From an optimization exercise on the open Yosys and OpenROAD flow, aimed at small area, a short achievable clock period and few clock cycles per item; shortcuts taken in it are not production practice.
The RTL was checked by simulation tests, not by an equivalence proof against the original design.
No driver is modelled on the clock port, so clocking that relies on it looks cheaper here than on a real chip.

Setup of cedar:
==> flow/design.v (excerpt) <==
module comp_blend (
    input  wire         clk,
    input  wire         rst,          
    input  wire         in_valid,
    output wire         in_ready,
    input  wire [7:0]   l_en,         
    input  wire [63:0]  z_order,      
    input  wire [79:0]  g_alpha,      
    input  wire [35:0]  bg_colour,    
    input  wire [9:0]   bg_alpha,     
    input  wire [1:0]   depth_sel,    
    input  wire [1:0]   rot,          
    input  wire [2:0]   x_lo,         
    input  wire [2:0]   y_lo,         
    input  wire [287:0] l_colour,     
    input  wire [79:0]  l_alpha,      
    input  wire [7:0]   l_inside,     
    output wire         out_valid,
    input  wire         out_ready,
    output reg  [11:0]  out_c0,       
    output reg  [11:0]  out_c1,       
    output reg  [11:0]  out_c2,       
    output reg  [9:0]   out_alpha,    
    output reg  [9:0]   out_key       
);
Settings: LEC_CHECK=0, CAP_MARGIN=20, CORE_MARGIN=2, CORE_UTILIZATION=40, SETUP_SLACK_MARGIN=4, SLEW_MARGIN=20; clock period 50.0 ns.
standard.sh (not shown) runs the stock make flow with config.mk's settings and CLKGATE_MAP_FILE= SYNTH_SCRIPT=/design/flow/synth_recipe.tcl, a recipe that flattens the netlist after the stock synthesis.
==> flow/flow/run.sh <==
#!/bin/bash
# The standard layout, with every port buffered by a plain buf_1 instead of
# the buffer buffer_ports picks by itself (a slow delay cell).
set -euo pipefail
export BUFFER_PORTS_ARGS="-buffer_cell sky130_fd_sc_hd__buf_1"
bash standard.sh finish > standard.log 2>&1
Testbench counts of cedar, summed over its fixed seeds: cycles 6,865, items 2,400.
Modified inputs, birch compared to cedar
==> flow/run.sh (new file) <==
#!/bin/bash
# synth_recipe.tcl (not shown) runs the flow's synth.tcl, then flattens the netlist and writes it again
# the make line also repeats each setting of config.mk as NAME=value (left out here)
make -C /OpenROAD-flow-scripts/flow DESIGN_CONFIG=/design/flow/config.mk WORK_HOME=/design/flow/orfs CLKGATE_MAP_FILE= SYNTH_SCRIPT=/design/flow/synth_recipe.tcl finish
removed: flow/flow/run.sh
removed: flow/standard.sh
[summary]
Having completed the whole flow, birch delivered a layout that passed the timing, DRC and antenna checks.
The number of hold violations in the final report of cedar and that of birch are within noise of each other.
Going from cedar to birch, sum of met3 wire segment lengths after detailed routing now sits higher, sequential share of layout area now sits lower, count of clock-buffer cells in the layout now sits lower.
Sort birch and cedar by number of diodes asc -> top: birch
Comparing birch and cedar, the higher via count is on cedar.
| first-pass GRT wire length | birch vs cedar | ≈ equal |
On overall global routing resource usage, birch tracks cedar almost exactly.
Status: data required time at the worst endpoint parity (birch, cedar)

* * *

Setup of the previous run:
comp_blend, a different RTL version from the one above (not shown whole).
For scale: about 370 flip-flops.
clock: 50.0 ns
lec_check: 0
cap_margin: 20
core_margin: 2
core_utilization: 40
setup_slack_margin: 4
slew_margin: 20
==> flow/flow/run.sh <==
#!/bin/bash
set -euo pipefail
here=$(cd "$(dirname "$0")" && pwd)
export BUFFER_PORTS_ARGS="-buffer_cell sky130_fd_sc_hd__buf_1"
export POST_CTS_TCL="$here/post_cts.tcl"
bash standard.sh finish > standard.log 2>&1
==> flow/flow/post_cts.tcl <==
# Extra setup repair after clock tree synthesis (sourced by ORFS's cts.tcl).
estimate_parasitics -placement
puts "post_cts: worst slack before [sta::worst_slack -max]"
repair_timing -setup -setup_margin 39 -skip_last_gasp -verbose
set result [catch { detailed_placement } msg]
if { $result != 0 } {
  error "Detailed placement failed after the extra repair: $msg"
}
check_placement -verbose
estimate_parasitics -placement
puts "post_cts: worst slack after [sta::worst_slack -max]"
Testbench counts of the previous run, summed over its fixed seeds: cycles 6,242, items 2,400.
Relative to the previous run, the following input files were edited for the current run:
--- a/flow/flow/post_cts.tcl
+++ b/flow/flow/post_cts.tcl
@@ -4 +4 @@
-repair_timing -setup -setup_margin 39 -skip_last_gasp -verbose
+repair_timing -setup -setup_margin 37.8 -skip_last_gasp -verbose
Post-route standard cell area excluding fillers, the current run and the previous run: larger value in the previous run. The previous run has a lower final period utilization than the current run. On sequential share of layout area: between the current run and the previous run, it ends up lower for the previous run. Between the current run and the previous run, the number of nets in the final layout is higher for the previous run. Relative to the previous run, the number of standard cells in the final layout excluding fillers measured on the current run has decreased slightly. Diff the current run and the previous run: minimum setup slack in the final design lower in the current run. The current run against the previous run: overall fraction of global-route tracks in use -0.58 points; area growth from synthesis to layout -4.0 points; transition time of the tightest slew-check pin climbed 0.25 ns; first-pass GRT wire length lost 5300 um.

* * *

comp_blend, a different RTL version from the one above (not shown whole).
Size in the first run: roughly 370 flip-flops, about 0.054 mm^2 of cells after synthesis.
## comp_blend
module comp_blend (
    input  wire         clk,
    input  wire         rst,          
    input  wire         in_valid,
    output wire         in_ready,
    input  wire [7:0]   l_en,         
    input  wire [63:0]  z_order,      
    input  wire [79:0]  g_alpha,      
    input  wire [35:0]  bg_colour,    
    input  wire [9:0]   bg_alpha,     
    input  wire [1:0]   depth_sel,    
    input  wire [1:0]   rot,          
    input  wire [2:0]   x_lo,         
    input  wire [2:0]   y_lo,         
    input  wire [287:0] l_colour,     
    input  wire [79:0]  l_alpha,      
    input  wire [7:0]   l_inside,     
    output wire         out_valid,
    input  wire         out_ready,
    output reg  [11:0]  out_c0,       
    output reg  [11:0]  out_c1,       
    output reg  [11:0]  out_c2,       
    output reg  [9:0]   out_alpha,    
    output reg  [9:0]   out_key       
);
clock: 50.0 ns
lec_check: 0
cap_margin: 20
core_margin: 2
core_utilization: 40
setup_slack_margin: 4
slew_margin: 20
==> flow/flow/post_cts.tcl <==
# Extra setup repair after clock tree synthesis (sourced by ORFS's cts.tcl).
estimate_parasitics -placement
puts "post_cts: worst slack before [sta::worst_slack -max]"
repair_timing -setup -setup_margin 38 -skip_last_gasp -verbose
set result [catch { detailed_placement } msg]
if { $result != 0 } {
  error "Detailed placement failed after the extra repair: $msg"
}
check_placement -verbose
estimate_parasitics -placement
puts "post_cts: worst slack after [sta::worst_slack -max]"
Scripts as last shown in full above: flow/flow/run.sh
The first run completed with no timing, DRC or antenna violations.
Testbench counts at the start, summed over its fixed seeds: cycles 6,242, items 2,400.
Then changed:
--- a/flow/flow/post_cts.tcl
+++ b/flow/flow/post_cts.tcl
@@ -3,3 +3,3 @@
 puts "post_cts: worst slack before [sta::worst_slack -max]"
-repair_timing -setup -setup_margin 38 -skip_last_gasp -verbose
+repair_timing -setup -setup_margin 39 -skip_last_gasp -verbose
 set result [catch { detailed_placement } msg]
What happened: The changed run ran to the end with no violations. First-iteration DRC count rises by 2.1%. Clock skew shrinks by 0.0045 ns. Maximum frequency barely changes. Die area does not change. Worst setup slack improves by 0.021 ns.

port drivers added, routing unchanged:
The results above use ideal ports. As a check the final layouts listed here were re-extracted and re-timed, cells and wires unchanged.
Step 1, drivers: a clkbuf_16 drives clk and a buf_2 each remaining input, both assumed.
Step 2 also shifts input and output timing later by t, the mid clock arrival at the registers, as if the neighbouring blocks saw the same clock.
a / b / c = ideal / step 1 / step 2; a / b = the first two.
| run | t, ns | setup WS [ns] | worst setup path after step 2 | latest minus earliest clock arrival (ns) | worst data-port slew with drivers (ns) |
|---|---|---|---|---|---|
| cedar | 0.747 | 36.399 / 36.467 / 35.720 | input to register | 0.035 / 0.034 | 0.23 |
| birch | 0.744 | 35.874 / 35.942 / 35.198 | input to register | 0.049 / 0.049 | 0.20 |
| the previous run | 0.725 | 37.907 / 37.815 / 37.240 | input to register | 0.034 / 0.034 | 0.40 |
| the current run | 0.722 | 37.491 / 37.558 / 36.836 | input to register | 0.035 / 0.035 | 0.39 |
| the first run of note 3 | 0.706 | 37.724 / 37.745 / 37.039 | input to register | 0.047 / 0.047 | 0.34 |
| the second run of note 3 | 0.708 | 37.744 / 37.767 / 37.059 | input to register | 0.042 / 0.041 | 0.37 |
After both steps setup and hold are still met in every run listed.
